What follows belongs to an exercise in optimizing a design on an open flow for small area; a production flow would make more cautious choices.
The RTL was checked by simulation tests, not by an equivalence proof against the original design.
No activity file was given, so power comes from the tool's default toggle rates.

--- design/flow/flow/run.sh ---
#!/bin/bash
# The standard layout (the standard.sh, standard synthesis unchanged) with
# three ORFS settings changed:
#  - every input and output port is still buffered, with the smallest buffer
#    cell (sky130_fd_sc_hd__buf_1) instead of the one buffer_ports picks;
#  - the buffers ABC inserted are removed at floorplan (REMOVE_ABC_BUFFERS),
#    and repair_design re-buffers only where slew or capacitance need it;
#  - global placement is not timing-driven (no extra placement buffers).
set -euo pipefail
bash standard.sh \
  "BUFFER_PORTS_ARGS=-buffer_cell sky130_fd_sc_hd__buf_1" \
  REMOVE_ABC_BUFFERS=1 \
  GPL_TIMING_DRIVEN=0 \
  finish > standard_flow.log 2>&1
--- design/flow/standard.sh ---
#!/bin/bash
# synth_recipe.tcl (not shown) runs the flow's synth.tcl, then flattens the netlist and writes it again
# the make line also repeats each setting of config.mk as NAME=value (left out here)
make -C /OpenROAD-flow-scripts/flow DESIGN_CONFIG=/design/flow/config.mk WORK_HOME=/design/flow/orfs CLKGATE_MAP_FILE= SYNTH_SCRIPT=/design/flow/synth_recipe.tcl "${@:-finish}"
--- design/flow/constraint.sdc ---
create_clock -name core_clock -period 20.0 [get_ports {clk}]
set_input_delay 4.0000 -clock core_clock [delete_from_list [all_inputs] [get_ports {clk}]]
set_output_delay 4.0000 -clock core_clock [all_outputs]
set_load 0.01 [all_outputs]
--- design/flow/config.mk ---
export PLATFORM = sky130hd
export DESIGN_NAME = ps_channel
export DESIGN_NICKNAME = ps_channel
export VERILOG_FILES = /design/flow/design.v
export SDC_FILE = /design/flow/constraint.sdc
export NUM_CORES = 4
export LEC_CHECK = 0
export ABC_AREA = 1
export CAP_MARGIN = 20
export CORE_MARGIN = 2
export CORE_UTILIZATION = 72
export CTS_BUF_LIST = sky130_fd_sc_hd__clkbuf_8
export CTS_CLUSTER_DIAMETER = 50
export CTS_CLUSTER_SIZE = 20
export GPL_TIMING_DRIVEN = 0
export SLEW_MARGIN = 20
--- design/flow/design.v ---
module ps_filter (
    input  wire       clk,
    input  wire       rst,
    input  wire [7:0] filt,
    input  wire       in_s,    
    output reg        lvl,     
    output wire       rise,
    output wire       fall
);
    reg  [7:0] cnt;
    wire       same   = (in_s == lvl);
    wire       zero   = (cnt == 8'd0);
    wire       accept = !same && zero;
    wire [7:0] cnt_dec;
    ps_dec #(.W(8)) u_dec (.a(cnt), .y(cnt_dec));
    always @(posedge clk) begin
        if (rst || same || zero) cnt <= filt;
        else                     cnt <= cnt_dec;
        if (rst)         lvl <= 1'b0;
        else if (accept) lvl <= in_s;
    end
    assign rise = accept &&  in_s;
    assign fall = accept && !in_s;
endmodule
module ps_add #(parameter W = 8) (
    input  wire [W-1:0] a,
    input  wire [W-1:0] b,
    input  wire         ci,
    output wire [W-1:0] s,
    output wire         co
);
    wire [W:0] c;
    assign c[0] = ci;
    genvar i;
    generate
        for (i = 0; i < W; i = i + 1) begin : g
            wire p = a[i] ^ b[i];
            assign s[i]   = p ^ c[i];
            assign c[i+1] = (a[i] & b[i]) | (p & c[i]);
        end
    endgenerate
    assign co = c[W];
endmodule
module ps_inc #(parameter W = 8) (
    input  wire [W-1:0] a,
    input  wire         ci,
    output wire [W-1:0] y,
    output wire         co
);
    wire [W:0] c;
    assign c[0] = ci;
    genvar i;
    generate
        for (i = 0; i < W; i = i + 1) begin : g
            assign y[i]   = a[i] ^ c[i];
            assign c[i+1] = a[i] & c[i];
        end
    endgenerate
    assign co = c[W];
endmodule
module ps_dec #(parameter W = 8) (
    input  wire [W-1:0] a,
    output wire [W-1:0] y
);
    wire [W:0] b;
    assign b[0] = 1'b1;
    genvar i;
    generate
        for (i = 0; i < W; i = i + 1) begin : g
            assign y[i]   = a[i] ^ b[i];
            assign b[i+1] = ~a[i] & b[i];
        end
    endgenerate
endmodule
module ps_divider (
    input  wire        clk,
    input  wire        rst,
    input  wire        start,       
    input  wire        zero_in,     
    input  wire        neg,         
    input  wire [26:0] d_in,        
    input  wire [23:0] cpr_m1,
    output reg         valid,
    output wire [31:0] speed,
    output wire [31:0] rpm,
    output wire        range
);
    localparam [39:0] SPEED_NUM_REV = 40'h002EDC25D0;
    reg         busy;
    reg  [1:0]  ph;
    reg  [5:0]  cnt;
    reg  [39:0] q;
    reg  [26:0] rem;
    reg  [30:0] v;
    reg         brw, seen, sat_s, sat_r, zero;
    wire        divm  = !ph[0];                        
    wire        last  = ph[1] && !ph[0] ? (cnt == 6'd41) : (cnt == 6'd39);
    wire        ge40  = cnt[5] && cnt[3];              
    wire        lo31  = !cnt[5] && (cnt[4:0] != 5'd31);  
    wire        lo9   = (cnt[5:3] == 3'd0) || (cnt == 6'd8);   
    wire        lo11  = lo9 || (cnt == 6'd9) || (cnt == 6'd10);  
    wire        b     = q[0];                           
    wire        din   = !ph[1] ? (ph[0] ? b : SPEED_NUM_REV[cnt])
                               : (!ge40 && q[39]);
    wire [27:0] shifted = {rem, din};
    wire [27:0] dvs     = ph[1] ? {4'd0, cpr_m1} : {1'b0, v[26:0]};
    wire [27:0] diff;
    wire        ge;
    ps_add #(.W(28)) u_sub (.a(shifted), .b(~dvs), .ci(!ph[1]), .s(diff), .co(ge));
    wire        qbit  = ge && !zero;
    wire        take  = ge && divm;
    wire        d4    = rem[3];
    wire        t15   = d4 ^ b ^ brw;
    wire        brw_n = (!d4 && (b || brw)) || (b && brw);
    wire        mbit  = b || (ph[1] ? sat_r : sat_s);
    wire        nbit  = mbit ^ (neg && seen);
    wire        tbit  = ph[1] ? nbit : t15;
    wire [5:0]  cnt_inc;
    ps_inc #(.W(6)) u_cnt (.a(cnt), .ci(1'b1), .y(cnt_inc), .co());
    always @(posedge clk) begin
        if (rst) begin
            busy  <= 1'b0;
            ph    <= 2'd0;
            cnt   <= 6'd0;
            valid <= 1'b0;
        end else begin
            valid <= busy && ph == 2'd3 && last;
            if (start) begin
                busy <= 1'b1;
                ph   <= 2'd0;
                cnt  <= 6'd0;
            end else if (busy) begin
                if (last) begin
                    cnt <= 6'd0;
                    ph  <= {ph[1] ^ ph[0], !ph[0]};
                    if (ph == 2'd3) busy <= 1'b0;
                end else begin
                    cnt <= cnt_inc;
                end
            end
        end
    end
    always @(posedge clk) begin
        if (start || last) rem <= 27'd0;
        else if (take)     rem <= diff[26:0];
        else               rem <= shifted[26:0];
        if (divm) q <= {q[38:0], qbit};
        else      q <= {tbit, q[39:1]};
        brw  <= divm ? 1'b0 : brw_n;
        seen <= divm ? 1'b0 : (seen || mbit);
        if (start) begin
            v     <= {4'd0, d_in};
            zero  <= zero_in;
            sat_s <= 1'b0;
            sat_r <= 1'b0;
        end else if (busy) begin
            if (ph == 2'd1 && lo31) v <= {nbit, v[30:1]};
            if (ph == 2'd0 && lo9)  sat_s <= sat_s || qbit;
            if (ph == 2'd2 && lo11) sat_r <= sat_r || qbit;
        end
    end
    assign speed = {neg && !zero, v};
    assign rpm   = {neg && seen, q[30:0]};
    assign range = sat_s || sat_r;
endmodule
module ps_channel (
    input  wire        clk,
    input  wire        rst,
    input  wire        a_in,
    input  wire        b_in,
    input  wire        z_in,
    input  wire [7:0]  cfg_filt,
    input  wire        cfg_mode,       
    input  wire        cfg_inv,
    input  wire [1:0]  cfg_z_mode,
    input  wire        cfg_z_inv,
    input  wire        cfg_home_req,
    input  wire [23:0] cfg_cpr_m1,
    input  wire [7:0]  cfg_still,      
    input  wire [23:0] cfg_z_tol,
    input  wire        cmd_set_pos,
    input  wire [23:0] preset_pos,
    input  wire [31:0] preset_rev,
    input  wire        cmd_arm_z,
    input  wire        cmp_wr,
    input  wire        cmp_wr_en,
    input  wire        cmp_wr_repeat,
    input  wire [1:0]  cmp_wr_cdir,
    input  wire [23:0] cmp_wr_value,
    input  wire        snap,
    output reg  [23:0] pos,
    output reg  [31:0] rev,
    output reg         dir,            
    output reg         homed,
    output wire        moving,
    output wire [4:0]  cond,           
    output reg  [23:0] zcap,
    output wire [31:0] zerr,
    output reg         cmp_en,
    output reg         cmp_fire,
    output reg         cmp_fire_dir,
    output reg  [47:0] cmp_time,
    output reg         cmd_err,
    output wire        snap_valid,
    output reg  [23:0] snap_pos,
    output reg  [31:0] snap_rev,
    output reg         snap_dir,
    output reg         snap_homed,
    output reg         snap_moving,
    output wire [31:0] snap_speed,     
    output wire [31:0] snap_rpm,       
    output wire        snap_range
);
    localparam [25:0] DS_SEED = 26'h0000001;
    localparam [25:0] DS_LAST = 26'h2B87031;
    wire [23:0] m = cfg_cpr_m1;
    wire [7:0]  f = cfg_filt;
    reg  [47:0] ts;
    wire [47:0] ts_inc;
    ps_inc #(.W(48)) u_ts  (.a(rst ? {40'hFF_FFFF_FFFF, ~f} : ts), .ci(1'b1), .y(ts_inc), .co());
    always @(posedge clk) ts <= ts_inc;
    reg [1:0] a_sync, b_sync, z_sync;
    always @(posedge clk) begin
        if (rst) begin
            a_sync <= 2'b00;
            b_sync <= 2'b00;
            z_sync <= 2'b00;
        end else begin
            a_sync <= {a_sync[0], a_in};
            b_sync <= {b_sync[0], b_in};
            z_sync <= {z_sync[0], z_in};
        end
    end
    wire a_lvl, a_rise, a_fall;
    wire b_lvl, b_rise, b_fall;
    wire z_lvl, z_rise, z_fall;
    ps_filter u_fa (.clk(clk), .rst(rst), .filt(f), .in_s(a_sync[1]),
                    .lvl(a_lvl), .rise(a_rise), .fall(a_fall));
    ps_filter u_fb (.clk(clk), .rst(rst), .filt(f), .in_s(b_sync[1]),
                    .lvl(b_lvl), .rise(b_rise), .fall(b_fall));
    ps_filter u_fz (.clk(clk), .rst(rst), .filt(f), .in_s(z_sync[1]),
                    .lvl(z_lvl), .rise(z_rise), .fall(z_fall));
    reg [9:0] b_hist;
    always @(posedge clk) begin
        if (rst) b_hist <= 10'd0;
        else     b_hist <= {b_hist[8:0], b_lvl};
    end
    wire ev      = cfg_mode ? (a_rise ^ b_rise) : a_rise;
    wire raw_up  = cfg_mode ? a_rise : ~b_hist[9];
    wire up      = raw_up ^ cfg_inv;
    wire setup_v = !cfg_mode && a_rise && (b_hist != {10{b_lvl}});
    wire preset_bad, cmp_val_bad;
    ps_add #(.W(24)) u_pbad (.a(preset_pos),   .b(~m), .ci(1'b0), .s(), .co(preset_bad));
    ps_add #(.W(24)) u_cbad (.a(cmp_wr_value), .b(~m), .ci(1'b0), .s(), .co(cmp_val_bad));
    wire preset_ok = cmd_set_pos && !preset_bad;
    wire cmp_bad   = cmp_val_bad || (cmp_wr_cdir == 2'd3);
    wire [23:0] p0 = preset_ok ? preset_pos : pos;
    wire [31:0] r0 = preset_ok ? preset_rev : rev;
    wire        at_top  = (p0 == m);
    wire        at_zero = (p0 == 24'd0);
    wire [24:0] pc;
    wire [23:0] p_step;
    assign pc[0] = 1'b1;
    genvar gi;
    generate
        for (gi = 0; gi < 24; gi = gi + 1) begin : g_pstep
            assign p_step[gi] = p0[gi] ^ pc[gi];
            assign pc[gi+1]   = pc[gi] & (p0[gi] ^ !up);
        end
    endgenerate
    wire [23:0] p1 = !ev ? p0 :
                     up  ? (at_top  ? 24'd0 : p_step) :
                           (at_zero ? m     : p_step);
    reg         cmp_repeat;
    reg  [1:0]  cmp_cdir;
    reg  [23:0] cmp_value;
    wire        dir_ok = (cmp_cdir == 2'd0) || (cmp_cdir == 2'd1 && up) || (cmp_cdir == 2'd2 && !up);
    wire        fire   = cmp_en && ev && (p1 == cmp_value) && dir_ok;
    reg         armed;
    wire        z_ev    = (cfg_z_mode != 2'd0) && (cfg_z_inv ? z_fall : z_rise);
    wire        do_home = z_ev && ((cfg_z_mode == 2'd2) || (cfg_z_mode == 2'd3 && armed));
    wire [24:0] cpr;
    ps_inc #(.W(24)) u_cpr (.a(m), .ci(1'b1), .y(cpr[23:0]), .co(cpr[24]));
    wire        go_down;                                   
    ps_add #(.W(25)) u_gd (.a(cpr), .b(~{p1, 1'b0}), .ci(1'b1), .s(), .co(go_down));
    wire [24:0] corr;                                      
    ps_add #(.W(25)) u_corr (.a(go_down ? 25'd0 : cpr), .b(~{1'b0, p1}), .ci(1'b1),
                             .s(corr), .co());
    wire        home_up = do_home && !go_down;
    wire        r_inc = (ev && up && at_top) || home_up;
    wire        r_dec = ev && !up && at_zero;
    wire        r_en  = r_inc ^ r_dec;
    wire [32:0] rc;
    wire [31:0] r2;
    assign rc[0] = r_en;
    generate
        for (gi = 0; gi < 32; gi = gi + 1) begin : g_rstep
            assign r2[gi]    = r0[gi] ^ rc[gi];
            assign rc[gi+1]  = rc[gi] & (r0[gi] ^ r_dec);
        end
    endgenerate
    wire        wrap = (rc[31] && (r0[31] == r_dec)) ||
                       (r_inc && r_dec && r0 == 32'h8000_0000);
    wire [23:0] p2 = do_home ? 24'd0 : p1;
    reg  [23:0] zm_cnt;
    reg         zm_ph;
    reg         z_missing;
    wire        zm_zero = (zm_cnt[23:1] == 23'd0) && (zm_ph || !zm_cnt[0]);
    wire [23:0] zm_dec;
    wire [23:0] zm_bc;                                     
    assign zm_bc[0] = !zm_ph;
    assign zm_bc[1] = zm_ph || !zm_cnt[0];
    generate
        for (gi = 0; gi < 24; gi = gi + 1) begin : g_zm
            assign zm_dec[gi] = zm_cnt[gi] ^ zm_bc[gi];
            if (gi >= 1 && gi < 23) begin : g_b
                assign zm_bc[gi+1] = zm_bc[gi] && !zm_cnt[gi];
            end
        end
    endgenerate
    wire        z_mismatch;
    reg         rev_wrap;
    reg         dir_setup;
    reg  [25:0] ds_lfsr;
    reg  [22:0] zerr_lo;
    reg         zerr_s;
    assign zerr = {{9{zerr_s}}, zerr_lo};
    wire        tol_over;
    ps_add #(.W(23)) u_tol (.a(zerr_lo ^ {23{zerr_s}}), .b(~cfg_z_tol[22:0]), .ci(zerr_s),
                            .s(), .co(tol_over));
    assign z_mismatch = (cfg_z_tol != 24'd0) && !cfg_z_tol[23] && tol_over;
    always @(posedge clk) begin
        if (rst) begin
            pos        <= 24'd0;
            rev        <= 32'd0;
            homed      <= 1'b0;
            dir        <= 1'b0;
            zcap       <= 24'd0;
            zerr_lo    <= 23'd0;
            zerr_s     <= 1'b0;
            armed      <= 1'b0;
            z_missing  <= 1'b0;
            rev_wrap   <= 1'b0;
            dir_setup  <= 1'b0;
            cmp_en     <= 1'b0;
            cmp_fire   <= 1'b0;
            cmp_fire_dir <= 1'b0;
            cmp_time   <= 48'd0;
            cmd_err    <= 1'b0;
        end else begin
            pos <= p2;
            rev <= r2;
            if (ev) dir <= !up;
            if (preset_ok || do_home) homed <= 1'b1;
            if (z_ev) zcap <= p1;
            if (do_home) begin
                zerr_lo    <= corr[22:0];
                zerr_s     <= corr[24];
            end
            if (cmd_arm_z)                            armed <= 1'b1;
            else if (z_ev && cfg_z_mode == 2'd3)      armed <= 1'b0;
            if (z_ev)
                z_missing <= 1'b0;
            else if (ev && zm_ph && zm_zero && cfg_z_mode != 2'd0)
                z_missing <= 1'b1;
            if (wrap)      rev_wrap <= 1'b1;
            else if (snap) rev_wrap <= 1'b0;
            if (setup_v)
                dir_setup <= 1'b1;
            else if (ds_lfsr == DS_LAST)
                dir_setup <= 1'b0;
            cmp_fire <= fire;
            if (fire) begin
                cmp_fire_dir <= !up;
                cmp_time     <= ts;
                if (!cmp_repeat) cmp_en <= 1'b0;
            end
            if (cmp_wr && !cmp_bad) cmp_en <= cmp_wr_en;
            cmd_err <= (cmd_set_pos && preset_bad) || (cmp_wr && cmp_bad);
        end
    end
    always @(posedge clk) begin
        if (!rst && cmp_wr && !cmp_bad) begin
            cmp_repeat <= cmp_wr_repeat;
            cmp_cdir   <= cmp_wr_cdir;
            cmp_value  <= cmp_wr_value;
        end
    end
    always @(posedge clk) begin
        if (rst || z_ev) begin
            zm_cnt <= m;
            zm_ph  <= 1'b0;
        end else if (ev) begin
            if (!zm_zero) begin
                zm_cnt <= zm_dec;
            end else if (!zm_ph) begin
                zm_cnt <= m;
                zm_ph  <= 1'b1;
            end
        end
    end
    always @(posedge clk) begin
        if (setup_v)
            ds_lfsr <= DS_SEED;
        else
            ds_lfsr <= {ds_lfsr[24:0], ds_lfsr[25] ^ ds_lfsr[5] ^ ds_lfsr[1] ^ ds_lfsr[0]};
    end
    assign cond = {rev_wrap, cfg_home_req & ~homed, z_mismatch, z_missing, dir_setup};
    reg  [26:0] since;
    reg  [26:0] per_n;
    reg         h_ne;          
    reg         h_full;        
    wire        last_up = !dir;    
    wire [26:0] since_inc;
    ps_inc #(.W(27)) u_since (.a(ev ? {19'd0, f} : since), .ci(1'b1), .y(since_inc), .co());
    wire [26:0] period_n;                                    
    ps_add #(.W(27)) u_per (.a(since), .b(~{19'd0, f}), .ci(1'b1), .s(period_n), .co());
    wire [7:0]  s = cfg_still;
    wire [11:0] s15, s9;
    wire [16:0] s265;
    wire [21:0] s15625;
    ps_add #(.W(12)) u_s15  (.a({s, 4'd0}), .b(~{4'd0, s}), .ci(1'b1), .s(s15), .co());
    ps_add #(.W(12)) u_s9   (.a({1'b0, s, 3'd0}), .b({4'd0, s}), .ci(1'b0), .s(s9), .co());
    ps_add #(.W(17)) u_s265 (.a({1'b0, s, 8'd0}), .b({5'd0, s9}), .ci(1'b0), .s(s265), .co());
    ps_add #(.W(22)) u_s156 (.a({s15[11:0], 10'd0}), .b({5'd0, s265}), .ci(1'b0), .s(s15625), .co());
    wire        still_hit = h_ne && (since == {s15625, 5'd0});
    assign moving = h_ne;
    always @(posedge clk) begin
        since <= since_inc;
        if (rst) begin
            h_ne   <= 1'b0;
            h_full <= 1'b0;
        end else if (ev) begin
            if (h_ne && up == last_up) begin
                per_n  <= period_n;
                h_full <= 1'b1;
            end else begin
                h_full <= 1'b0;
            end
            h_ne    <= 1'b1;
        end else if (still_hit) begin
            h_ne   <= 1'b0;
            h_full <= 1'b0;
        end
    end
    wire since_gt;                                           
    ps_add #(.W(27)) u_sgt (.a(since), .b(~per_n), .ci(1'b0), .s(), .co(since_gt));
    always @(posedge clk) begin
        if (snap) begin
            snap_pos    <= pos;
            snap_rev    <= rev;
            snap_dir    <= dir;
            snap_homed  <= homed;
            snap_moving <= h_ne && !still_hit;
        end
    end
    ps_divider u_div (
        .clk(clk), .rst(rst), .start(snap && !rst),
        .zero_in(!h_full || still_hit), .neg(snap_dir),
        .d_in(since_gt ? since : per_n), .cpr_m1(m),
        .valid(snap_valid), .speed(snap_speed), .rpm(snap_rpm), .range(snap_range));
endmodule
==> flow_summary_export.csv, run 1 <==
group,metric,value,unit
run_status,run_status,"timing/DRC/antenna clean",
synth,synth_seq_cells,559,
clock_network,max-clock-path-buffers,3,
routing,wl_met2,40.9,mm
placement,port_buffers,459,
sta,max_freq,52.5,MHz
synth,yosys_warnings,3,
global_route,grtUsageTotal,0.384,
synth,synth_top_family_by_area,"adder cells",
sta,final.min_clock_period,19.05,ns
global_route,grt_max_degree,130,
placement,preCtsSetupSlack,-3.30,ns
worst_setup_path,worstSetupEndpoint,"zerr_s",
sta,slew_headroom,0.245,
power_and_ir_drop,p_sw_frac,0.336,
final_layout,final_common_cell,"inv_1",
final_layout,area_growth,11.7,%
worst_setup_path,r2r-end,"u_div.rem[18]",
floorplanning,initial_utilization,0.732,
placement,gp_congestion,0.927,
worst_setup_path,r2r_start,"u_div.ph[0]",
final_layout,final_layout_size_suffix_gt1_frac,0.0796,
synth,synth_top_area_share,0.256,
routing,drt-pass1-iter-count,6,
sta,hold_ws,0.411,ns
clock_network,cts_sinks,559,
synth,syn-mean-instance-area,8.40,µm²
power_and_ir_drop,p_total,2.77,mW
placement,dp_hpwl,65.1,mm
clock_network,clk_latency,0.69,ns
min_path,hold_path.class,"reg2reg",
routing,drtIter0Drc,2432,
worst_setup_path,end_kind,"register",
sta,setup_viol,0,
routing,wl_met3,7.98,mm
worst_setup_path,cpPeakStageDelay,0.39,ns
power_and_ir_drop,p_seq_frac,0.487,
synth,synth_edf_count,165,
final_layout,fin_area,0.0345,mm²
clock_network,holdBufCountCts,0,
power_and_ir_drop,pwr_density_cell,80.2,mW/mm²
routing,via_per_inst,5.76,
global_route,grt_overflow,0,
worst_setup_path,start_kind,"input port",
power_and_ir_drop,p_clk_frac,0.257,
synth,postSynthCellCount,3674,
synth,yosys-top-cells-area,"dfxtp_1 26%, edfxtp_1 16%, ha_1 12%, nand2_1 7.6%, inv_1 7.5%",
power_and_ir_drop,power.switching,0.928,mW
routing,drt-met1-wl,33.9,mm
global_route,antenna_found_initial,22,
power_and_ir_drop,p_leak,16.3,nW
routing,ant_nets,0,
synth,synthArstFlopShare,0,
floorplanning,rows,75,
synth,ys_types,60,
final_layout,final_util,0.818,
routing,drc,0,
routing,wire_per_inst,18.9,µm
worst_setup_path,cp.arrival,19.62,ns
sta,fin_crit_sh,0.953,
worst_setup_path,crit_type,"in2reg",
clock_network,root_buffer,"clkbuf_8",
synth,synth_flop_cell,"dfxtp_1",
clock_network,cts_tree,"built",
routing,top_layer,"met5",
final_layout,layout_common_cells,"613 x inv_1, 605 x nand2_1, 451 x buf_1",
floorplanning,die_x,211,µm
worst_setup_path,worst_path_most_repeated_cell,"nand2_1",
routing,vias,26800,
synth,synth_compound_area_frac,0.119,
worst_setup_path,cp-startpoint,"cfg_cpr_m1[1]",
floorplanning,die-area,0.0445,mm²
final_layout,nets,4607,
sta,setup_ws,0.947,ns
worst_setup_path,critPathMaxFanout,8,
synth,synthMuxAreaShare,0.00162,
routing,wl,87.7,mm
clock_network,htreeDepth,2,
floorplanning,ios,460,
sta,clock_skew,0.0311,ns
flow_run,max_cap_viol_count,0,
worst_setup_path,reg2reg_depth,34,
floorplanning,die_h,211,µm
synth,yosys.area_share.simple,0.164,
global_route,grt_pass1_vias,26100,
synth,yosysSeqAreaShare,0.416,
synth,synthAdderAreaFrac,0.172,
worst_setup_path,required,20.57,ns
clock_network,path_clk_slew,0.12,ns
global_route,grt_pass1_wl,134,mm
synth,syn_area,0.0309,mm²
sta,worst_slew_pin_slew,1.13,ns
floorplanning,core,0.0421,mm²
worst_setup_path,worst_path_max_delay_cell,"fa_1",
synth,synth_xor_area_frac,0.0227,
sta,slew_viol_final,0,
power_and_ir_drop,peakVddDrop,0.0889,mV
power_and_ir_drop,internal-power,1.84,mW
power_and_ir_drop,combPwrFrac,0.257,
synth,yosysTopAreaCell,"dfxtp_1",
placement,dpl_cell_area,0.0328,mm²
clock_network,cts_buffers,46,
worst_setup_path,r2r_slack,5.07,ns
sta,hold_viol_final,0,
==> cell families (layout without fill, tap and decap cells) <==
| kind of cell | after synthesis | in the layout |
|---|---|---|
| flip-flops | 559 | 559 |
| AND/OR/NAND/NOR | 1186 | 1190 |
| XOR/XNOR | 80 | 80 |
| other | 0 | 15 |
| buffers and inverters | 798 | 1217 |
| adder cells (fa/ha/maj) | 381 | 381 |
| AO/OA/AOI/OAI | 665 | 665 |
| multiplexers | 5 | 5 |
==> layout make-up <==
| type | count | area [µm²] |
|---|---|---|
| multi-input cells | 2321 | 15200 |
| flip-flops and latches | 559 | 12800 |
| fillers | 2765 | 7660 |
| inverters | 630 | 2380 |
| repair buffers | 504 | 2320 |
| clock buffers | 50 | 688 |
| well taps | 539 | 674 |
| clock inverters | 32 | 327 |
| diodes | 15 | 37.5 |
| repair inverters | 1 | 5.00 |
==> repair_timing <==
| action | CTS | global route |
|---|---|---|
| endpoints found under the setup margin | 7 | 4 |
| cloned | 4 | 2 |
| setup buffers | 14 | 10 |
| gates resized for setup | 29 | 57 |
| pin swaps | 8 | 11 |
==> worst min-delay path by stage <==
stage               startpoint  cells past startpoint  slack [ns]        end
global placement     a_sync[0]                      2        0.39  a_sync[1]
floorplan            a_sync[0]                      2        0.39  a_sync[1]
CTS                  b_sync[0]                      2        0.41  b_sync[1]
global route         b_sync[0]                      2        0.43  b_sync[1]
detailed placement   b_sync[0]                      2        0.40  b_sync[1]
finish               b_sync[0]                      2        0.41  b_sync[1]
==> sequential cells by signal, indices dropped and copies added (netlist names), 26 cells and up <==
register,count
u_div.v,31
since,27
u_div.q,40
per_n,27
rev,32
ds_lfsr,26
snap_rev,32
u_div.rem,27
cmp_time,48
ts,48
==> power groups by stage <==
stage	clock network, mW	registers [mW]	logic (mW)
after floorplan	0	1.36	0.456
after global placement	0	1.36	0.615
after detailed placement	0	1.37	0.665
after CTS	0.710	1.34	0.684
after global routing	0.749	1.35	0.800
final	0.710	1.35	0.710
==> metrics by stage <==
stage | std cells | TNS [ns]
floorplan | 3506 | -0.833
global placement | 4504 | -31.65
detailed placement | 4524 | -16.30
CTS | 4624 | 0
global route | 4646 | -0.0758
finish | 4651 | 0
==> routing by layer <==
layer  GRT usage  vias to the layer above
met3      0.0855                      304
met1       0.472                    12600
met2       0.631                     1210
met4       0.209                       14
met5           0                        -
li1            -                    12600
==> worst max-delay path, delay by kind of cell <==
family / cells / cell delay [ns]
adder cells (fa/ha/maj): 25 / 7.95
AO/OA/AOI/OAI: 3 / 0.58
buffers and inverters: 9 / 0.73
AND/OR/NAND/NOR: 103 / 6.31
==> synth_stat cells (all sizes together), types with 2 or more instances <==
master and count:
nand2 643, nor4 23, edfxtp 165, a21oi 195
o21ai 358, a21o 3, a211o 3, clkinv 5
fa 74, a31o 2, xor2 51, a211oi 5
a31oi 3, or2 64, o211ai 12, ha 307
a221oi 16, dfxtp 394, o21bai 31, buf 66
nand4 48, xnor2 29, mux2i 5, a2111oi 2
nand3 94, o22ai 5, clkbuf 102, inv 625
o2111ai 8, nor3 23, nor2 287, o21a 15
==> run 2, diff against run 1 <==
--- a/design/flow/config.mk
+++ b/design/flow/config.mk
@@ -10,3 +10,3 @@
 export CORE_MARGIN = 2
-export CORE_UTILIZATION = 72
+export CORE_UTILIZATION = 60
 export CTS_BUF_LIST = sky130_fd_sc_hd__clkbuf_8
==> run 2 against run 1 <==
Net effect: total power rose by 4.2%; largest power group unchanged; still clean on timing, DRC and antenna; utilization down 13 points; synthesized cell count unchanged; register-to-register slack better by 0.17 ns; area after synthesis is the same; die area increased by 20%.
==> flow_summary_export.csv, run 2 <==
group,metric,value,unit
sta,slew_headroom,0.284,
final_layout,reg_top3,"cmp_time: 48 flops, ts: 48 flops, u_div.q: 40 flops",
power_and_ir_drop,pwr_density_cell,82.4,mW/mm²
final_layout,nets,4616,
final_layout,area_growth,13.4,%
min_path,hold_path.class,"reg2reg",
sta,setup_viol,0,
worst_setup_path,end_kind,"register",
worst_setup_path,r2r-end,"u_div.rem[12]",
synth,yosysSeqAreaShare,0.416,
global_route,grt_pass1_vias,24700,
routing,via_per_inst,5.40,
synth,syn_area,0.0309,mm²
worst_setup_path,start_kind,"input port",
power_and_ir_drop,peakVddDrop,0.0777,mV
worst_setup_path,path_buf_inv,12,
synth,synth_common_cells,"625 x nand2_1, 614 x inv_1, 394 x dfxtp_1",
synth,synth_seq_cells,559,
sta,fin_crit_sh,0.951,
floorplanning,die_x,231,µm
clock_network,cts_tree,"built",
synth,synth_edf_count,165,
floorplanning,die_h,231,µm
final_layout,instances_no_fill,4806,
flow_run,max_cap_viol_count,0,
routing,drt-pass1-iter-count,6,
min_path,hold_end,"b_sync[1]",
global_route,grt_pass1_wl,131,mm
synth,synth_top_area_share,0.256,
global_route,grtUsageTotal,0.312,
sta,max_freq,52.5,MHz
global_route,grt_max_degree,131,
floorplanning,initial_utilization,0.604,
clock_network,root_buffer,"clkbuf_8",
synth,yosys-top-cells-area,"dfxtp_1 26%, edfxtp_1 16%, ha_1 12%, nand2_1 7.6%, inv_1 7.5%",
clock_network,cts_buffers,56,
placement,dp.cells,4666,
floorplanning,ios,460,
worst_setup_path,critPathMaxFanout,7,
final_layout,layout_common_cells,"616 x inv_1, 609 x nand2_1, 451 x buf_1",
worst_setup_path,worst_path_most_repeated_cell,"nand2_1",
power_and_ir_drop,p_leak,16.5,nW
routing,drc,0,
worst_setup_path,r2r_slack,5.24,ns
synth,yosysTopAreaCell,"dfxtp_1",
floorplanning,die-area,0.0533,mm²
worst_setup_path,cp.arrival,19.66,ns
synth,synth_flop_cell,"dfxtp_1",
synth,synthArstFlopShare,0,
clock_network,max-clock-path-buffers,3,
final_layout,final_layout_size_suffix_gt1_frac,0.0825,
worst_setup_path,required,20.63,ns
routing,ant_nets,0,
sta,setup_tns,0,ns
final_layout,final_common_cell,"inv_1",
sta,slew_viol_final,0,
worst_setup_path,reg2reg_depth,34,
clock_network,path_clk_slew,0.12,ns
worst_setup_path,cpLargestDelayFamily,"adder cells",
global_route,grt_overflow,0,
synth,synth.most_common_cell,"nand2_1",
synth,postSynthCellCount,3674,
placement,gp_congestion,0.909,
worst_setup_path,crit_type,"in2reg",
global_route,antenna_found_initial,15,
worst_setup_path,r2r_start,"u_div.ph[0]",
clock_network,clk_latency,0.72,ns
sta,hold_viol_final,0,
sta,worst_slew_pin_slew,1.07,ns
placement,dp_hpwl,64.4,mm
routing,wl,85.5,mm
synth,yosys_warnings,3,
sta,clock_skew,0.0400,ns
clock_network,htreeDepth,2,
routing,drtIter0Drc,1725,
min_path,hold_start,"b_sync[0]",
routing,vias,26000,
sta,final.min_clock_period,19.03,ns
worst_setup_path,cpPeakStageDelay,0.39,ns
synth,syn-mean-instance-area,8.40,µm²
clock_network,cts_sinks,559,
run_status,run_status,"timing/DRC/antenna clean",
sta,setup_ws,0.970,ns
worst_setup_path,worst_path_max_delay_cell,"fa_2",
routing,wire_per_inst,17.8,µm
floorplanning,rows,83,
floorplanning,core,0.0511,mm²
placement,preCtsSetupSlack,-3.87,ns
min_path,holdPathStages,2,
placement,port_buffers,459,
synth,ys_types,60,
run 2: how the worst max path moves through the flow:
stage | from | to | slack [ns] | cells after the start
after detailed placement | cfg_cpr_m1[1] | zerr_s | -3.87 | 133
after global routing | cfg_cpr_m1[1] | zerr_s | -0.08 | 141
after global placement | cfg_cpr_m1[1] | zerr_s | -4.73 | 130
after floorplan | cfg_cpr_m1[1] | zerr_s | -0.53 | 129
after CTS | cfg_cpr_m1[1] | zerr_s | 0.01 | 141
final | cfg_cpr_m1[1] | zerr_s | 0.97 | 115
run 2: layer usage:
metal	global-route usage	vias up	share of wire
li1	-	12700	-
met1	0.406	12300	0.42
met2	0.520	831	0.47
met3	0.0572	185	0.070
met4	0.114	18	0.035
met5	0	-	0.0014
run 2: report_power, final:
part           internal [mW]  leakage, nW  switching [mW]  total (mW)
registers               1.28         4.83          0.0603        1.34
clock network          0.379        0.719           0.473       0.852
logic                  0.274         10.9           0.415       0.688
run 2: logic make-up after synthesis:
kind of cell | after synthesis | synth area share
AO/OA/AOI/OAI | 665 | 0.119
flip-flops | 559 | 0.416
AND/OR/NAND/NOR | 1186 | 0.164
multiplexers | 5 | 0.00162
buffers and inverters | 798 | 0.104
adder cells (fa/ha/maj) | 381 | 0.172
XOR/XNOR | 80 | 0.0227
run 2: timing repair:
item	in CTS	in global routing
buffers inserted	12	10
hold buffers	0	0
cloned	3	3
pin swaps	7	14
gates resized for setup	20	57
endpoints found under the setup margin	8	4
run 2: final cells by class:
cell class / instances / area, µm²
Inverter: 630 / 2380
Antenna cell: 6 / 15.0
Clock inverter: 45 / 520
Clock buffer: 61 / 840
Fill cell: 4335 / 16100
Timing Repair inverter: 1 / 5.00
Tap cell: 680 / 851
Multi-Input combinational cell: 2321 / 15200
Timing Repair Buffer: 503 / 2340
Sequential cell: 559 / 12800
run 2: per-stage QoR:
step                      cell area (µm²)  hold slack (ns)  power, mW   util
final                               35000            0.402       2.88  0.685
after global routing                35000            0.432       3.06  0.685
after CTS                           34600            0.401       2.88  0.678
after detailed placement            33100            0.395       2.03  0.647
after global placement              32600            0.392       1.98  0.638
after floorplan                     30000            0.388       1.82      -
run 2: worst min-delay path: cells and delay by family, from the launching register on:
family	cells	cell delay [ns]
and+or+nand+nor	1	0.03
DFF	1	0.31
buffers and inverters	1	0.04
==> run 3, diff against run 2 <==
--- a/design/flow/config.mk
+++ b/design/flow/config.mk
@@ -8,3 +8,3 @@
 export ABC_AREA = 1
-export CAP_MARGIN = 20
+export CAP_MARGIN = 5
 export CORE_MARGIN = 2
@@ -15,2 +15,2 @@
 export GPL_TIMING_DRIVEN = 0
-export SLEW_MARGIN = 20
+export SLEW_MARGIN = 5
==> run 3 against run 2 <==
Net effect: cell area decreased by 0.27%; critical endpoint unchanged; total power shrank 0.60%; sequential cell count stayed put; count of clock-buffer cells in the layout down 3; routed wire length grew 0.67%; utilization down 0.18 points; critical path depth increased by 24; largest cell class unchanged; sequential power is essentially flat.
==> flow_summary_export.csv, run 3 <==
group,metric,value,unit
placement,port_buffers,459,
clock_network,max-clock-path-buffers,3,
synth,synth_edf_count,165,
worst_setup_path,cp.arrival,19.49,ns
clock_network,htreeDepth,2,
sta,fin_crit_sh,0.943,
sta,worst_slew_pin_slew,1.36,ns
routing,ant_nets,0,
worst_setup_path,worst_path_max_delay_cell,"fa_2",
global_route,grt_overflow,0,
final_layout,reg_top3,"cmp_time: 48 flops, ts: 48 flops, u_div.q: 40 flops",
placement,dp.cells,4664,
global_route,grtUsageTotal,0.316,
routing,wire_per_inst,17.9,µm
worst_setup_path,critPathMaxFanout,8,
routing,drt-pass1-iter-count,6,
routing,wl,86.1,mm
worst_setup_path,crit_type,"in2reg",
synth,yosys-top-cells-area,"dfxtp_1 26%, edfxtp_1 16%, ha_1 12%, nand2_1 7.6%, inv_1 7.5%",
synth,yosys_warnings,3,
clock_network,cts_sinks,559,
clock_network,root_buffer,"clkbuf_8",
power_and_ir_drop,peakVddDrop,0.0735,mV
routing,drc,0,
synth,syn-mean-instance-area,8.40,µm²
worst_setup_path,required,20.62,ns
clock_network,cts_tree,"built",
sta,setup_tns,0,ns
synth,synth.most_common_cell,"nand2_1",
final_layout,instances_no_fill,4804,
placement,gp_congestion,0.909,
global_route,grt_max_degree,146,
floorplanning,core,0.0511,mm²
clock_network,cts_buffers,53,
synth,ys_types,60,
synth,synth_common_cells,"625 x nand2_1, 614 x inv_1, 394 x dfxtp_1",
run_status,run_status,"timing/DRC/antenna clean",
sta,slew_viol_final,0,
worst_setup_path,cpPeakStageDelay,0.39,ns
floorplanning,die_h,231,µm
sta,setup_ws,1.13,ns
final_layout,area_growth,13.1,%
flow_run,max_cap_viol_count,0,
sta,hold_viol_final,0,
sta,slew_headroom,0.0665,
sta,max_freq,53.0,MHz
sta,setup_viol,0,
power_and_ir_drop,pwr_density_cell,82.1,mW/mm²
min_path,hold_path.class,"reg2reg",
global_route,antenna_found_initial,13,
placement,preCtsSetupSlack,-3.93,ns
synth,synthArstFlopShare,0,
synth,synth_seq_cells,559,
routing,drtIter0Drc,1740,
floorplanning,ios,460,
final_layout,fillers,4348,
synth,synth_top_area_share,0.256,
final_layout,final_common_cell,"inv_1",
clock_network,clk_latency,0.71,ns
floorplanning,die-area,0.0533,mm²
floorplanning,initial_utilization,0.604,
final_layout,layout_common_cells,"616 x inv_1, 605 x nand2_1, 451 x buf_1",
worst_setup_path,end_kind,"register",
synth,postSynthCellCount,3674,
power_and_ir_drop,p_leak,16.4,nW
worst_setup_path,start_kind,"input port",
global_route,grt_pass1_wl,133,mm
synth,syn_area,0.0309,mm²
floorplanning,rows,83,
placement,dp_hpwl,64.6,mm
synth,synth_flop_cell,"dfxtp_1",
sta,clock_skew,0.0467,ns
final_layout,final_layout_size_suffix_gt1_frac,0.0831,
worst_setup_path,worst_path_most_repeated_cell,"nand2_1",
final_layout,nets,4617,
synth,yosysTopAreaCell,"dfxtp_1",
synth,yosysSeqAreaShare,0.416,
sta,final.min_clock_period,18.87,ns
floorplanning,die_x,231,µm
power_and_ir_drop,p_total,2.86,mW
routing,vias,26000,
clock_network,path_clk_slew,0.11,ns
clock_network,holdBufCountCts,0,
global_route,grt_pass1_vias,25000,
routing,via_per_inst,5.41,
run 3: cell counts after synthesis:
Identical to the previous run, type by type.
run 3: final timing paths:
check                     start       endpoint  slack, ns  cells past startpoint
hold reg to reg       a_sync[0]      a_sync[1]       0.41                      2
setup reg to reg    u_div.ph[0]  u_div.rem[12]       4.38                     34
setup / recovery  cfg_cpr_m1[2]         zerr_s       1.13                    139
hold / removal        a_sync[0]      a_sync[1]       0.41                      2
run 3: stage by stage:
step                instance area [µm²]  hold slack [ns]  utilization
floorplan                         30000            0.388            -
global placement                  32600            0.392        0.638
detailed placement                33000            0.396        0.646
CTS                               34600            0.416        0.677
global route                      34900            0.434        0.683
finish                            34900            0.413        0.683
run 3: cell families (layout without fill, tap and decap cells):
logic type	Yosys count	after routing	synth area share
AND/OR/NAND/NOR	1186	1190	0.164
buffers and inverters	798	1238	0.104
XOR/XNOR	80	80	0.0227
flip-flops	559	559	0.416
multiplexers	5	5	0.00162
other	0	6	0
AO/OA/AOI/OAI	665	665	0.119
adder cells (fa/ha/maj)	381	381	0.172
run 3: what timing repair did:
action                     in CTS  in global routing
gates resized for setup        18                 66
setup endpoints to repair       9                  4
pin swaps                       7                 16
cloned                          5                  0
setup buffers                  18                 11
run 3: power by group:
part / switching, mW / internal, mW
logic: 0.418 / 0.274
registers: 0.0596 / 1.28
clock network: 0.469 / 0.363
total: 0.946 / 1.92
run 3: per-layer routing:
layer | up-vias | wire (µm) | global-route usage
li1 | 12700 | - | -
met1 | 12200 | 35900 | 0.404
met2 | 868 | 40400 | 0.527
met3 | 212 | 6290 | 0.0606
met4 | 12 | 3470 | 0.129
met5 | - | 77 | 0
run 3: layout make-up:
cell class                      instances  area, µm²  area share
Antenna cell                            6       15.0    0.000430
Clock buffer                           58        798      0.0229
Clock inverter                         42        508      0.0146
Inverter                              630       2380      0.0681
Multi-Input combinational cell       2321      15200       0.434
Sequential cell                       559      12800       0.368
Tap cell                              680        851      0.0244
Timing Repair Buffer                  507       2330      0.0668
Timing Repair inverter                  1       5.00    0.000143
run 3: worst max-delay path: cells and delay by family:
kind                       cells  cell delay, ns
and+or+nand+nor              101            6.00
adders and majority gates     25            7.94
buffers and inverters         10            0.93
AOI/OAI and AO/OA              3            0.55
==> run 4, diff against run 3 <==
--- a/design/flow/config.mk
+++ b/design/flow/config.mk
@@ -10,3 +10,3 @@
 export CORE_MARGIN = 2
-export CORE_UTILIZATION = 60
+export CORE_UTILIZATION = 72
 export CTS_BUF_LIST = sky130_fd_sc_hd__clkbuf_8
==> run 4 against run 3 <==
Net effect: cell area fell by 1.3%; register-to-register slack got worse by 0.05 ns; routed wire length increased by 2.6%; utilization is 13 points higher; critical path depth is 23 lower.
==> flow_summary_export.csv, run 4 <==
group,metric,value,unit
power_and_ir_drop,pwr_density_cell,80.6,mW/mm²
sta,hold_viol_final,0,
floorplanning,die-area,0.0445,mm²
routing,vias,26900,
worst_setup_path,cp.arrival,19.74,ns
clock_network,max-clock-path-buffers,3,
global_route,grt_max_degree,148,
placement,gp_congestion,0.927,
worst_setup_path,required,20.58,ns
worst_setup_path,worstSetupEndpoint,"zerr_s",
sta,setup_viol,0,
final_layout,ff_latch_area,0.0128,mm²
global_route,grt_pass1_vias,26300,
final_layout,reg_top3,"cmp_time: 48 flops, ts: 48 flops, u_div.q: 40 flops",
worst_setup_path,cpPeakStageDelay,0.39,ns
placement,port_buffers,459,
synth,synth.most_common_cell,"nand2_1",
floorplanning,ios,460,
placement,dp.cells,4522,
final_layout,fillers,2748,
floorplanning,initial_utilization,0.732,
clock_network,cts_tree,"built",
synth,synthArstFlopShare,0,
clock_network,cts_buffers,46,
global_route,grt_pass1_wl,136,mm
synth,synth_flop_cell,"dfxtp_1",
sta,slew_headroom,0.0972,
worst_setup_path,reg2reg_depth,34,
floorplanning,die_x,211,µm
min_path,hold_start,"b_sync[0]",
synth,ys_types,60,
routing,drtIter0Drc,2641,
final_layout,fin_area,0.0344,mm²
synth,syn_area,0.0309,mm²
clock_network,htreeDepth,2,
synth,yosys_warnings,3,
floorplanning,rows,75,
worst_setup_path,r2r_start,"u_div.ph[0]",
worst_setup_path,crit_type,"in2reg",
floorplanning,core,0.0421,mm²
power_and_ir_drop,peakVddDrop,0.0762,mV
worst_setup_path,critPathMaxFanout,6,
flow_run,max_cap_viol_count,0,
sta,fin_crit_sh,0.958,
synth,postSynthCellCount,3674,
worst_setup_path,r2r_slack,4.33,ns
worst_setup_path,start_kind,"input port",
global_route,antenna_found_initial,25,
global_route,grt_overflow,0,
run_status,run_status,"timing/DRC/antenna clean",
sta,max_freq,52.2,MHz
clock_network,cts_sinks,559,
synth,yosysTopAreaCell,"dfxtp_1",
floorplanning,die_h,211,µm
routing,drt-pass1-iter-count,8,
final_layout,layout_common_cells,"611 x inv_1, 605 x nand2_1, 451 x buf_1",
synth,syn-mean-instance-area,8.40,µm²
placement,dpl_cell_area,0.0328,mm²
worst_setup_path,worst_path_most_repeated_cell,"nand2_1",
clock_network,path_clk_slew,0.11,ns
final_layout,area_growth,11.6,%
final_layout,instances_no_fill,4654,
worst_setup_path,cp-startpoint,"cfg_cpr_m1[1]",
sta,worst_slew_pin_slew,1.35,ns
sta,slew_viol_final,0,
worst_setup_path,end_kind,"register",
global_route,grtUsageTotal,0.390,
worst_setup_path,r2r-end,"u_div.rem[7]",
clock_network,clk_latency,0.68,ns
synth,synth_seq_cells,559,
routing,wire_per_inst,19.0,µm
synth,synth_common_cells,"625 x nand2_1, 614 x inv_1, 394 x dfxtp_1",
synth,yosys-top-cells-area,"dfxtp_1 26%, edfxtp_1 16%, ha_1 12%, nand2_1 7.6%, inv_1 7.5%",
synth,synth_top_area_share,0.256,
synth,yosysSeqAreaShare,0.416,
final_layout,final_layout_size_suffix_gt1_frac,0.0815,
clock_network,root_buffer,"clkbuf_8",
placement,dp_hpwl,65.0,mm
final_layout,nets,4607,
worst_setup_path,worst_path_max_delay_cell,"fa_2",
synth,synth_edf_count,165,
min_path,hold_path.class,"reg2reg",
final_layout,multi_input_area,0.0152,mm²
routing,ant_nets,0,
sta,hold_ws,0.404,ns
routing,wl,88.3,mm
final_layout,final_common_cell,"inv_1",
power_and_ir_drop,p_leak,16.2,nW
sta,clock_skew,0.0256,ns
sta,rsz0062_at_grt,"true",
routing,drc,0,
sta,final.min_clock_period,19.16,ns
routing,via_per_inst,5.79,
==> run 4: critical path: cells and delay by family <==
family	cells	cell delay (ns)
AO/OA/AOI/OAI	3	0.58
adder cells (fa/ha/maj)	25	7.86
buffers and inverters	13	1.13
AND/OR/NAND/NOR	75	6.10
==> run 4: through the flow <==
step	util	TNS, ns	worst slack (ns)	total power, mW
floorplan	-	-0.833	-0.532	1.82
global placement	0.769	-31.65	-4.60	1.98
detailed placement	0.778	-21.85	-3.88	2.04
CTS	0.809	0	0.0242	2.75
global route	0.817	-0.157	-0.157	2.92
finish	0.818	0	0.838	2.78
==> run 4: repair_timing <==
action                     in CTS  in global routing
pin swaps                       8                 20
hold buffers                    0                  0
cloned                          5                  1
setup endpoints to repair       9                  4
buffers inserted               15                 11
gates resized for setup        30                 65
==> run 4: per-layer routing <==
| layer | global-route usage | up-vias | part of all wire |
|---|---|---|---|
| met5 | 0 | - | 0.0013 |
| met4 | 0.237 | 18 | 0.063 |
| met3 | 0.0897 | 315 | 0.096 |
| met2 | 0.631 | 1356 | 0.46 |
| met1 | 0.475 | 12600 | 0.38 |
| li1 | - | 12600 | - |
==> run 4: report_power, final <==
group	total [mW]	internal [mW]	switching, mW
combinational	0.717	0.279	0.438
sequential	1.35	1.28	0.0643
clock	0.713	0.278	0.435
total	2.78	1.84	0.936
==> run 4: layout make-up <==
type,count,share of cell area
Multi-Input combinational cell,2321,0.441
Sequential cell,559,0.373
Inverter,630,0.0690
Timing Repair Buffer,504,0.0660
Clock buffer,49,0.0196
Tap cell,539,0.0196
Clock inverter,34,0.0102
Antenna cell,17,0.00123
Timing Repair inverter,1,0.000145
==> run 4: cell families after synthesis <==
group	count (synthesis)	synth area share
fa+ha+maj	381	0.172
xor+xnor	80	0.0227
flops	559	0.416
simple gates	1186	0.164
mux	5	0.00162
compound gates	665	0.119
buf+inv	798	0.104
==> run 4: worst min-delay path by stage <==
stage,end,slack [ns],cells past startpoint
2_1_floorplan,a_sync[1],0.39,2
3_3_place_gp,a_sync[1],0.39,2
3_5_place_dp,b_sync[1],0.40,2
6_report,b_sync[1],0.40,2
5_1_grt,b_sync[1],0.42,2
4_1_cts,b_sync[1],0.41,2
==> run 5, diff against run 4 <==
--- a/design/flow/config.mk
+++ b/design/flow/config.mk
@@ -12,3 +12,3 @@
 export CTS_BUF_LIST = sky130_fd_sc_hd__clkbuf_8
-export CTS_CLUSTER_DIAMETER = 50
+export CTS_CLUSTER_DIAMETER = 45
 export CTS_CLUSTER_SIZE = 20
==> run 5 against run 4 <==
Net effect: worst hold slack got worse by 0.0061 ns; largest cell class unchanged; cell area rose by 0.73%; combinational power about the same; total power is 5.4% higher; die area is the same; non-clock buffer count shrank 4; area after synthesis stayed put; register-to-register slack worse by 0.09 ns; critical endpoint unchanged; first-iteration DRC count up 7.4%; routed wire length grew 0.31%; critical path depth decreased by 1; sequential share of layout area down 0.27 points.
==> flow_summary_export.csv, run 5 <==
group,metric,value,unit
run_status,run_status,"timing/DRC/antenna clean",
global_route,use_met3,0.0946,
final_layout,final_common_cell,"inv_1",
floorplanning,ios,460,
placement,gp_congestion,0.927,
routing,ant_nets,0,
final_layout,area_growth,12.4,%
power_and_ir_drop,pwr_density_cell,84.3,mW/mm²
clock_network,cts_buffers,57,
floorplanning,die_x,211,µm
global_route,grt_max_degree,148,
clock_network,root_buffer,"clkbuf_8",
power_and_ir_drop,p_seq_frac,0.460,
global_route,top_usage_layer,"met2",
placement,dp.cells,4522,
synth,synth_common_cells,"625 x nand2_1, 614 x inv_1, 394 x dfxtp_1",
final_layout,reg_top3,"cmp_time: 48 flops, ts: 48 flops, u_div.q: 40 flops",
global_route,grt_pass1_vias,26400,
power_and_ir_drop,power.switching,0.959,mW
synth,yosysTopAreaCell,"dfxtp_1",
routing,wire_per_inst,19.0,µm
global_route,antenna_found_initial,21,
clock_network,cts_tree,"built",
routing,drtIter0Drc,2837,
power_and_ir_drop,internal-power,1.97,mW
global_route,use_met2,0.636,
synth,synth_seq_cells,559,
synth,synth.most_common_cell,"nand2_1",
sta,clock_skew,0.0290,ns
worst_setup_path,required,20.58,ns
flow_run,max_cap_viol_count,0,
power_and_ir_drop,peakVddDrop,0.0781,mV
synth,yosys_warnings,3,
placement,dp_hpwl,65.0,mm
final_layout,layout_common_cells,"613 x inv_1, 605 x nand2_1, 451 x buf_1",
final_layout,final_layout_size_suffix_gt1_frac,0.0841,
synth,yosysSeqAreaShare,0.416,
worst_setup_path,end_kind,"register",
worst_setup_path,cp.arrival,19.71,ns
final_layout,fin_area,0.0347,mm²
synth,synth_flop_cell,"dfxtp_1",
worst_setup_path,worst_path_most_repeated_cell,"nand2_1",
placement,port_buffers,459,
power_and_ir_drop,p_clk_frac,0.295,
synth,ys_types,60,
synth,syn-mean-instance-area,8.40,µm²
power_and_ir_drop,combPwrFrac,0.245,
clock_network,max-clock-path-buffers,3,
sta,slew_viol_final,0,
global_route,grt_pass1_wl,137,mm
final_layout,nets,4614,
synth,synth_edf_count,165,
worst_setup_path,path_buf_inv,12,
sta,hold_viol_final,0,
synth,synth_top_area_share,0.256,
routing,drc,0,
clock_network,cts_sinks,559,
power_and_ir_drop,p_leak,16.4,nW
synth,postSynthCellCount,3674,
sta,slew_headroom,0.0894,
global_route,grt_use_met1,0.478,
clock_network,path_clk_slew,0.11,ns
final_layout,instances_no_fill,4670,
worst_setup_path,start_kind,"input port",
clock_network,htreeDepth,2,
global_route,grtUsageTotal,0.392,
sta,worst_slew_pin_slew,1.36,ns
placement,preCtsSetupSlack,-3.88,ns
global_route,grt_overflow,0,
placement,dpl_cell_area,0.0328,mm²
worst_setup_path,critPathMaxFanout,8,
clock_network,holdBufCountCts,0,
worst_setup_path,worst_path_max_delay_cell,"fa_2",
worst_setup_path,cpLargestDelayFamily,"adder cells",
sta,max_freq,52.3,MHz
floorplanning,die_h,211,µm
synth,synthArstFlopShare,0,
routing,via_per_inst,5.76,
power_and_ir_drop,p_sw_frac,0.328,
sta,fin_crit_sh,0.956,
routing,wl,88.6,mm
synth,syn_area,0.0309,mm²
routing,drt-pass1-iter-count,6,
clock_network,clk_latency,0.70,ns
worst_setup_path,cpPeakStageDelay,0.39,ns
power_and_ir_drop,p_total,2.93,mW
synth,yosys-top-cells-area,"dfxtp_1 26%, edfxtp_1 16%, ha_1 12%, nand2_1 7.6%, inv_1 7.5%",
final_layout,final_util,0.824,
min_path,hold_path.class,"reg2reg",
sta,final.min_clock_period,19.12,ns
floorplanning,initial_utilization,0.732,
floorplanning,die-area,0.0445,mm²
sta,setup_viol,0,
routing,vias,26900,
sta,setup_ws,0.876,ns
worst_setup_path,crit_type,"in2reg",
floorplanning,rows,75,
floorplanning,core,0.0421,mm²
run 5: cell counts after synthesis:
Identical to the previous run, type by type.
run 5: what timing repair did:
action                     4_1_cts  5_1_grt
pin swaps                        8       13
resized for setup               31       56
setup endpoints to repair        9        4
cloned                           5        0
buffers inserted                13       10
hold endpoints to repair         0        0
run 5: routing by layer:
layer / up-vias / routed length [µm]
met5: - / 104
met4: 16 / 5570
met3: 340 / 8770
met2: 1371 / 40700
met1: 12500 / 33400
li1: 12700 / -
run 5: per-stage QoR:
| stage | hold WS (ns) | TNS [ns] |
|---|---|---|
| detailed placement | 0.398 | -21.85 |
| CTS | 0.402 | 0 |
| global placement | 0.392 | -31.65 |
| global route | 0.416 | -0.240 |
| floorplan | 0.388 | -0.833 |
| finish | 0.398 | 0 |
run 5: logic make-up (layout without fill, tap and decap cells):
logic type,after synthesis,after routing,synth area share
AND/OR/NAND/NOR,1186,1190,0.164
buffers and inverters,798,1236,0.104
AO/OA/AOI/OAI,665,665,0.119
flip-flops,559,559,0.416
adder cells (fa/ha/maj),381,381,0.172
XOR/XNOR,80,80,0.0227
multiplexers,5,5,0.00162
other,0,15,0
run 5: power groups by stage:
stage | clock network (mW) | registers [mW] | logic [mW]
finish | 0.864 | 1.35 | 0.716
global route | 0.909 | 1.36 | 0.806
detailed placement | 0 | 1.37 | 0.669
floorplan | 0 | 1.36 | 0.456
CTS | 0.866 | 1.34 | 0.692
global placement | 0 | 1.36 | 0.615
run 5: worst reg2reg max path: cells and delay by family (launching register included):
family | cells | cell delay (ns)
flops | 1 | 0.84
simple gates | 4 | 1.42
compound gates | 2 | 0.36
buf+inv | 1 | 1.14
fa+ha+maj | 27 | 11.91
run 5: final cells by class:
class / count / area (µm²)
multi-input cells: 2321 / 15200
flip-flops and latches: 559 / 12800
fillers: 2742 / 7430
inverters: 630 / 2380
repair buffers: 500 / 2210
clock buffers: 61 / 840
well taps: 539 / 674
clock inverters: 44 / 532
diodes: 15 / 37.5
repair inverters: 1 / 5.00
run 5: path summary, 6_finish.rpt:
kind	startpoint	end	slack (ns)	cells past startpoint
min reg2reg	b_sync[0]	b_sync[1]	0.40	2
max reg2reg	u_div.ph[0]	u_div.rem[7]	4.24	34
min	b_sync[0]	b_sync[1]	0.40	2
max	cfg_cpr_m1[1]	zerr_s	0.88	115
==> run 6, diff against run 5 <==
--- a/design/flow/config.mk
+++ b/design/flow/config.mk
@@ -12,4 +12,4 @@
 export CTS_BUF_LIST = sky130_fd_sc_hd__clkbuf_8
-export CTS_CLUSTER_DIAMETER = 45
-export CTS_CLUSTER_SIZE = 20
+export CTS_CLUSTER_DIAMETER = 40
+export CTS_CLUSTER_SIZE = 16
 export GPL_TIMING_DRIVEN = 0
==> run 6 against run 5 <==
Net effect: final cell count up 0.73%; sequential cell count is the same; routed wire length rose by 1.7%; largest cell class unchanged; total power rose by 2.4%; non-clock buffer count grew 4; sequential share of layout area down 0.31 points.
==> flow_summary_export.csv, run 6 <==
group,metric,value,unit
worst_setup_path,reg2reg_depth,34,
final_layout,final_common_cell,"inv_1",
final_layout,multi_input_area,0.0152,mm²
final_layout,layout_common_cells,"617 x inv_1, 606 x nand2_1, 451 x buf_1",
run_status,run_status,"timing/DRC/antenna clean",
power_and_ir_drop,p_clk_frac,0.309,
worst_setup_path,cpPeakStageDelay,0.39,ns
sta,fin_crit_sh,0.956,
routing,drt-met1-wl,33.7,mm
worst_setup_path,cp.arrival,19.67,ns
power_and_ir_drop,internal-power,1.99,mW
routing,ant_nets,0,
final_layout,reg_top3,"cmp_time: 48 flops, ts: 48 flops, u_div.q: 40 flops",
synth,ys_types,60,
clock_network,cts_sinks,559,
clock_network,clk_latency,0.68,ns
clock_network,root_buffer,"clkbuf_8",
sta,clock_skew,0.0354,ns
power_and_ir_drop,peakVddDrop,0.0709,mV
final_layout,area_growth,13.4,%
synth,synth_top_area_share,0.256,
placement,gp_congestion,0.927,
sta,setup_tns,0,ns
global_route,grt_max_degree,148,
worst_setup_path,path_buf_inv,10,
placement,dpl_cell_area,0.0328,mm²
synth,synthArstFlopShare,0,
final_layout,nets,4634,
sta,max_freq,52.3,MHz
global_route,antenna_found_initial,26,
global_route,grt_overflow,0,
synth,synth_flop_cell,"dfxtp_1",
worst_setup_path,cpLargestDelayFamily,"adder cells",
sta,hold_viol_final,0,
floorplanning,die_x,211,µm
placement,port_buffers,459,
routing,wire_per_inst,19.2,µm
min_path,hold_path.class,"reg2reg",
final_layout,ff_latch_area,0.0128,mm²
clock_network,holdBufCountCts,0,
sta,setup_ws,0.878,ns
synth,synth.most_common_cell,"nand2_1",
synth,synth_edf_count,165,
worst_setup_path,critPathMaxFanout,28,
power_and_ir_drop,p_leak,16.5,nW
floorplanning,ios,460,
power_and_ir_drop,combPwrFrac,0.241,
global_route,grt_pass1_wl,138,mm
routing,via_per_inst,5.77,
synth,yosysSeqAreaShare,0.416,
global_route,grtUsageTotal,0.397,
global_route,grt_pass1_vias,26700,
sta,setup_viol,0,
worst_setup_path,required,20.55,ns
power_and_ir_drop,p_sw_frac,0.337,
clock_network,path_clk_slew,0.09,ns
clock_network,max-clock-path-buffers,3,
power_and_ir_drop,p_total,3.00,mW
placement,preCtsSetupSlack,-3.88,ns
synth,yosys_warnings,3,
routing,top_layer,"met5",
final_layout,fillers,2646,
worst_setup_path,end_kind,"register",
worst_setup_path,worst_path_most_repeated_cell,"nand2_1",
min_path,holdPathStages,2,
synth,yosys-top-cells-area,"dfxtp_1 26%, edfxtp_1 16%, ha_1 12%, nand2_1 7.6%, inv_1 7.5%",
floorplanning,rows,75,
routing,drt-pass1-iter-count,6,
floorplanning,initial_utilization,0.732,
power_and_ir_drop,pwr_density_cell,85.6,mW/mm²
final_layout,fin_area,0.0350,mm²
synth,syn-mean-instance-area,8.40,µm²
synth,synth_seq_cells,559,
floorplanning,core,0.0421,mm²
final_layout,instances_no_fill,4704,
synth,synth_common_cells,"625 x nand2_1, 614 x inv_1, 394 x dfxtp_1",
floorplanning,die_h,211,µm
clock_network,cts_buffers,73,
final_layout,final_layout_size_suffix_gt1_frac,0.0902,
clock_network,htreeDepth,3,
worst_setup_path,worst_path_max_delay_cell,"fa_2",
sta,slew_headroom,0.0896,
routing,drtIter0Drc,2769,
routing,wl_met3,9.21,mm
worst_setup_path,crit_type,"in2reg",
placement,dp.cells,4522,
sta,final.min_clock_period,19.12,ns
flow_run,max_cap_viol_count,0,
placement,dp_hpwl,65.0,mm
floorplanning,die-area,0.0445,mm²
power_and_ir_drop,power.switching,1.01,mW
worst_setup_path,start_kind,"input port",
synth,postSynthCellCount,3674,
synth,yosysTopAreaCell,"dfxtp_1",
sta,worst_slew_pin_slew,1.36,ns
sta,slew_viol_final,0,
clock_network,cts_tree,"built",
worst_setup_path,cp.depth,132,
routing,drc,0,
synth,syn_area,0.0309,mm²
power_and_ir_drop,p_seq_frac,0.449,
routing,wl_met2,41.6,mm
routing,wl,90.1,mm
routing,vias,27200,
[run 6: final cells by class]
class / instances / area share
timing repair inverter: 1 / 0.000143
clock inverter: 58 / 0.0157
timing repair buffer: 504 / 0.0650
clock buffer: 75 / 0.0295
tap: 539 / 0.0193
multi-input combinational: 2321 / 0.434
inverter: 630 / 0.0679
antenna: 17 / 0.00122
sequential: 559 / 0.367
[run 6: worst paths after layout]
path | from | to | slack, ns
setup / recovery | cfg_cpr_m1[1] | zerr_s | 0.88
hold / removal | b_sync[0] | b_sync[1] | 0.41
setup reg to reg | u_div.ph[0] | u_div.rem[7] | 4.22
hold reg to reg | b_sync[0] | b_sync[1] | 0.41
[run 6: routing by layer]
metal | GRT usage | vias up
met1 | 0.479 | 12700
li1 | - | 12700
met3 | 0.103 | 336
met2 | 0.635 | 1383
met4 | 0.253 | 18
met5 | 0 | -
[run 6: tightest hold or removal path: cells and delay by family (launching register included)]
kind,cells,cell delay [ns]
flops,1,0.31
simple gates,1,0.03
buf+inv,1,0.04
[run 6: what timing repair did]
item,CTS,global route
endpoints found under the setup margin,9,4
pin swaps,8,17
gates cloned,5,1
setup buffers,14,12
gates resized for setup,29,63
[run 6: stage by stage]
stage | hold slack (ns) | utilization
2_1_floorplan | 0.388 | -
3_3_place_gp | 0.392 | 0.769
3_5_place_dp | 0.398 | 0.778
4_1_cts | 0.411 | 0.822
5_1_grt | 0.421 | 0.830
6_report | 0.412 | 0.830
[run 6: cell families after synthesis]
kind of cell | after synthesis | share of synthesized area
simple gates | 1186 | 0.164
buf+inv | 798 | 0.104
compound gates | 665 | 0.119
flops | 559 | 0.416
fa+ha+maj | 381 | 0.172
xor+xnor | 80 | 0.0227
mux | 5 | 0.00162
[run 6: power groups by stage]
stage / registers (mW) / clock network, mW / logic [mW]
detailed placement: 1.37 / 0 / 0.669
CTS: 1.34 / 0.930 / 0.694
global placement: 1.36 / 0 / 0.615
global route: 1.36 / 0.979 / 0.811
floorplan: 1.36 / 0 / 0.456
finish: 1.35 / 0.927 / 0.723
==> run 7, diff against run 6 <==
--- a/design/flow/config.mk
+++ b/design/flow/config.mk
@@ -10,6 +10,6 @@
 export CORE_MARGIN = 2
-export CORE_UTILIZATION = 72
+export CORE_UTILIZATION = 67
 export CTS_BUF_LIST = sky130_fd_sc_hd__clkbuf_8
-export CTS_CLUSTER_DIAMETER = 40
-export CTS_CLUSTER_SIZE = 16
+export CTS_CLUSTER_DIAMETER = 50
+export CTS_CLUSTER_SIZE = 20
 export GPL_TIMING_DRIVEN = 0
==> run 7 against run 6 <==
Net effect: highest routed layer unchanged; register-to-register slack improved by 0.11 ns; sequential power is essentially flat; cell area fell by 1.0%; still clean on timing, DRC and antenna; synthesized cell count is the same; count of clock-buffer cells in the layout down 25; routed wire length shrank 3.3%; critical path type unchanged.
==> flow_summary_export.csv, run 7 <==
group,metric,value,unit
run_status,run_status,"timing/DRC/antenna clean",
synth,yosysTopAreaCell,"dfxtp_1",
global_route,grt_pass1_wl,132,mm
worst_setup_path,worst_path_max_delay_cell,"fa_2",
synth,syn-mean-instance-area,8.40,µm²
final_layout,reg_top3,"cmp_time: 48 flops, ts: 48 flops, u_div.q: 40 flops",
worst_setup_path,cp.arrival,19.63,ns
clock_network,cts_sinks,559,
sta,hold_viol_final,0,
sta,setup_tns,0,ns
power_and_ir_drop,internal-power,1.88,mW
placement,dp.cells,4582,
power_and_ir_drop,p_leak,16.3,nW
routing,drc,0,
synth,synth_top_area_share,0.256,
routing,wl,87.2,mm
sta,fin_crit_sh,0.953,
worst_setup_path,required,20.57,ns
worst_setup_path,start_kind,"input port",
clock_network,cts_tree,"built",
clock_network,holdBufCountCts,0,
final_layout,final_layout_size_suffix_gt1_frac,0.0807,
floorplanning,die_h,219,µm
synth,synth_flop_cell,"dfxtp_1",
sta,clock_skew,0.0382,ns
synth,synthArstFlopShare,0,
routing,drtIter0Drc,2398,
floorplanning,initial_utilization,0.680,
synth,yosys_warnings,3,
floorplanning,ios,460,
routing,via_per_inst,5.61,
routing,wire_per_inst,18.5,µm
sta,final.min_clock_period,19.06,ns
power_and_ir_drop,peakVddDrop,0.101,mV
synth,synth.most_common_cell,"nand2_1",
floorplanning,die_x,219,µm
clock_network,max-clock-path-buffers,3,
global_route,grtUsageTotal,0.354,
routing,drt-pass1-iter-count,5,
global_route,antenna_found_initial,24,
power_and_ir_drop,p_total,2.82,mW
routing,ant_nets,0,
worst_setup_path,cpPeakStageDelay,0.38,ns
worst_setup_path,crit_type,"in2reg",
synth,synth_edf_count,165,
power_and_ir_drop,power.switching,0.934,mW
clock_network,clk_latency,0.68,ns
global_route,grt_overflow,0,
floorplanning,core,0.0454,mm²
run 7: cell count changes in the layout (fill, tap and decap cells not counted), moves of 4 or more:
cell	delta
inv_1	-4
clkinvlp_4	-5
clkbuf_8	-25
inv_6	-12
nand2_4	-6
diode_2	-5
run 7: repair_timing:
item | 4_1_cts | 5_1_grt
resized for setup | 29 | 61
hold endpoints to repair | 0 | 0
pin swaps | 7 | 22
cloned | 4 | 2
setup endpoints to repair | 8 | 5
buffers inserted | 9 | 16
run 7: worst paths after layout:
path	from	to	slack, ns	cells past startpoint
worst max-delay path	cfg_cpr_m1[2]	zerr_s	0.94	114
worst min-delay path	z_sync[0]	z_sync[1]	0.43	2
worst max register to register	u_div.ph[0]	u_div.rem[10]	4.33	34
worst min register to register	z_sync[0]	z_sync[1]	0.43	2
run 7: per-stage QoR:
| step | utilization | cell area (µm²) | hold slack (ns) | setup slack [ns] |
|---|---|---|---|---|
| after floorplan | - | 30000 | 0.388 | -0.532 |
| after global placement | 0.716 | 32500 | 0.399 | -4.57 |
| after detailed placement | 0.723 | 32800 | 0.405 | -3.78 |
| after CTS | 0.754 | 34200 | 0.427 | 0.0150 |
| after global routing | 0.763 | 34600 | 0.445 | -0.275 |
| final | 0.763 | 34600 | 0.429 | 0.938 |
run 7: layout make-up:
class,count,area (µm²),share of cell area
timing repair inverter,1,5.00,0.000144
inverter,630,2380,0.0687
multi-input combinational,2321,15200,0.439
antenna,12,30.0,0.000867
clock inverter,38,463,0.0134
clock buffer,50,688,0.0199
timing repair buffer,504,2280,0.0657
sequential,559,12800,0.371
tap,600,751,0.0217
run 7: kinds of logic after synthesis:
| logic type | Yosys count | synth area share |
|---|---|---|
| AO/OA/AOI/OAI | 665 | 0.119 |
| XOR/XNOR | 80 | 0.0227 |
| adder cells (fa/ha/maj) | 381 | 0.172 |
| buffers and inverters | 798 | 0.104 |
| flip-flops | 559 | 0.416 |
| multiplexers | 5 | 0.00162 |
| AND/OR/NAND/NOR | 1186 | 0.164 |
run 7: critical path, delay by kind of cell:
kind                     cells  cell delay [ns]
buffers and inverters       13             1.25
AO/OA/AOI/OAI                3             0.57
AND/OR/NAND/NOR             73             5.93
adder cells (fa/ha/maj)     25             7.84
run 7: power by group through the flow:
stage / clock network (mW) / logic, mW / registers [mW]
global placement: 0 / 0.618 / 1.36
CTS: 0.782 / 0.679 / 1.34
detailed placement: 0 / 0.662 / 1.37
global route: 0.821 / 0.801 / 1.35
floorplan: 0 / 0.456 / 1.36
finish: 0.773 / 0.702 / 1.34
run 7: metal layers:
layer	GRT usage	vias to the layer above	wire length [µm]
met5	0	-	155
met3	0.0835	278	7560
met2	0.578	1098	40600
met4	0.167	22	4080
met1	0.442	12400	34800
li1	-	12600	-

Re-timed with assumed drivers on the ports (clkbuf_16 on the clock, buf_2 on other inputs), run 7 has 0.930 ns of setup slack against 0.938 ns with ideal ports, and 0.204 ns once port delays also move by the mid clock arrival of 0.726 ns.
